This is an optimization exercise on Yosys and OpenROAD, whose aim is small area, a short achievable clock period and few clock cycles per item, not a production implementation. Function was checked by simulation only, so behaviour that the tests miss may differ from the original.

== nickel ==
==> flow/design.v (excerpt) <==
module kw_unwrap (
    input  wire         clk,
    input  wire         rst,
    input  wire         req_valid,
    output wire         req_ready,
    input  wire         req_kek,
    input  wire         req_long,
    input  wire [319:0] req_data,
    output wire         resp_valid,
    input  wire         resp_ready,
    output wire [255:0] resp_key,
    output wire         resp_ok
);
Size in the first run: roughly 3,000 flip-flops, ~590 I/O pins, roughly 150,000 sq um of cells after synthesis.
==> flow/config.mk <==
export PLATFORM = sky130hd
export DESIGN_NAME = kw_unwrap
export DESIGN_NICKNAME = kw_unwrap
export VERILOG_FILES = /design/flow/design.v
export SDC_FILE = /design/flow/constraint.sdc
export NUM_CORES = 8
export LEC_CHECK = 0
export CAP_MARGIN = 40
export CELL_PAD_IN_SITES_DETAIL_PLACEMENT = 1
export CELL_PAD_IN_SITES_GLOBAL_PLACEMENT = 2
export CORE_MARGIN = 2
export CORE_UTILIZATION = 42
export CTS_CLUSTER_DIAMETER = 80
export CTS_CLUSTER_SIZE = 22
export PLACE_DENSITY = 0.62
export SLEW_MARGIN = 40
export SYNTH_HIERARCHICAL = 1
==> flow/constraint.sdc <==
create_clock -name core_clock -period 12.0 [get_ports {clk}]
set_input_delay 2.4000 -clock core_clock [delete_from_list [all_inputs] [get_ports {clk}]]
set_output_delay 2.4000 -clock core_clock [all_outputs]
set_load 0.01 [all_outputs]
standard.sh (not shown) runs the stock make flow with config.mk's settings and CLKGATE_MAP_FILE= SYNTH_SCRIPT=/design/flow/synth_recipe.tcl, a recipe that flattens the netlist after the stock synthesis.
==> flow/flow/run.sh <==
#!/bin/bash
set -euo pipefail
MARGIN=${MARGIN:-7.8}
bash standard.sh SETUP_SLACK_MARGIN=$MARGIN "BUFFER_PORTS_ARGS=-buffer_cell sky130_fd_sc_hd__buf_2" finish > make_finish.log 2>&1
Testbench counts of nickel, summed over its fixed seeds: cycles 34,862, items 256.
The inputs of zinc differ from those of nickel as listed below.
- PLACE_DENSITY now 0.56, was 0.62
- CORE_UTILIZATION now 36, was 42
- CELL_PAD_IN_SITES_DETAIL_PLACEMENT now 0, was 1
- CELL_PAD_IN_SITES_GLOBAL_PLACEMENT now 0, was 2
--- outcome ---
On remaining max-slew budget at the tightest pin: between nickel and zinc, it ends up lower for zinc. zinc against nickel: clock period minus worst slack saw a decrease, count of clock-buffer cells in the layout -2, netlist area before placement roughly the same. Per the comparison of zinc with nickel, hold slack saw a decrease, half-perimeter wire length of the detailed placement result saw a decrease. The launching instance or port of the critical path comes out gst[1] in one run and sb1[39] in the other, namely in nickel and zinc respectively. Relative to nickel, the proportion of cell area spent on the clock network of zinc is lower by 0.34 points. Re post-synthesis sequential area ratio: no difference whatsoever between nickel and zinc. On total detailed-routing wirelength, nickel loses to zinc. Global-route wire length before repair in zinc is 8.9% lower than in nickel.
diff inputs: zinc => ember
- swapping 0 for 1 in CELL_PAD_IN_SITES_GLOBAL_PLACEMENT
==> flow/flow/run.sh <==
#!/bin/bash
set -euo pipefail
MARGIN=${MARGIN:-8}
bash standard.sh SETUP_SLACK_MARGIN=$MARGIN "BUFFER_PORTS_ARGS=-buffer_cell sky130_fd_sc_hd__buf_2" finish > make_finish.log 2>&1
==> comparison <==
Post-route minimum period: higher on zinc
ember falls short of zinc in HPWL after detailed placement.
Diff zinc -> ember: total length of routed wires rose by about 6.4%, ratio of final minimum period to clock period fell by 0.30 points.
## Diff of input files: maple against ember
- swapping 0 for 1 in CELL_PAD_IN_SITES_DETAIL_PLACEMENT
- swapping 1 for 2 in CELL_PAD_IN_SITES_GLOBAL_PLACEMENT
==> flow/flow/run.sh <==
#!/bin/bash
set -euo pipefail
MARGIN=${MARGIN:-7.6}
bash standard.sh SETUP_SLACK_MARGIN=$MARGIN "BUFFER_PORTS_ARGS=-buffer_cell sky130_fd_sc_hd__buf_2" finish > make_finish.log 2>&1
[summary]
On hold slack, maple tracks ember almost exactly.
Routed wire in maple totals more than in ember.
The non-clock buffer count in ember is 1.3 times that in maple.
Between ember and maple, number of inserted filler cells in the final layout is higher for maple, ember comes in under that.
Fraction of layout instances using a drive strength above 1 came out lower on maple than on ember.
Cell count: maple lower than ember
#### Input delta (amber over maple)
- swapping 0.56 for 0.6 in PLACE_DENSITY
- swapping 1 for 0 in CELL_PAD_IN_SITES_DETAIL_PLACEMENT
- swapping 2 for 1 in CELL_PAD_IN_SITES_GLOBAL_PLACEMENT
- swapping 36 for 40 in CORE_UTILIZATION
==> flow/flow/run.sh <==
#!/bin/bash
set -euo pipefail
MARGIN=${MARGIN:-7.8}
bash standard.sh SETUP_SLACK_MARGIN=$MARGIN "BUFFER_PORTS_ARGS=-buffer_cell sky130_fd_sc_hd__buf_2" finish > make_finish.log 2>&1
Findings:
- Global-route total usage across every layer, maple and amber: higher on maple
- Cell count: amber < maple
- Of the two values seen for start point of the critical path, out_key[217] was produced by amber and sel3[1] by maple.

afterwards: timing with drivers on the ports:
The flow's constraints put no driver on any port. The routed layouts listed below were extracted and timed again, unchanged, in two steps.
Step 1 sets driving cells, clkbuf_16 on the clock port and buf_2 on the other inputs (assumed; they add their load-dependent delay and slew).
Step 2 adds t to the input delays and takes it off the output delays; t is the mean of the earliest and latest rising clock arrival at the registers after step 1. Input paths then give back, and output paths get back, about the clock's delay inside the block.
a / b / c = ideal / step 1 / step 2; a / b = the first two.
run | shift t [ns] | setup WS [ns] | worst setup path at the end
nickel | 1.097 | 7.657 / 7.657 / 6.985 | input to register
zinc | 1.057 | 7.757 / 7.757 / 6.937 | input to register
ember | 1.071 | 7.792 / 7.669 / 7.151 | input to register
maple | 1.109 | 7.516 / 7.516 / 6.817 | input to register
amber | 1.061 | 7.771 / 7.657 / 6.873 | input to register
After both steps every run listed still meets setup and hold. The setup slack of amber, which loses most, moves by -0.114 ns with the drivers and by -0.898 ns with both steps.
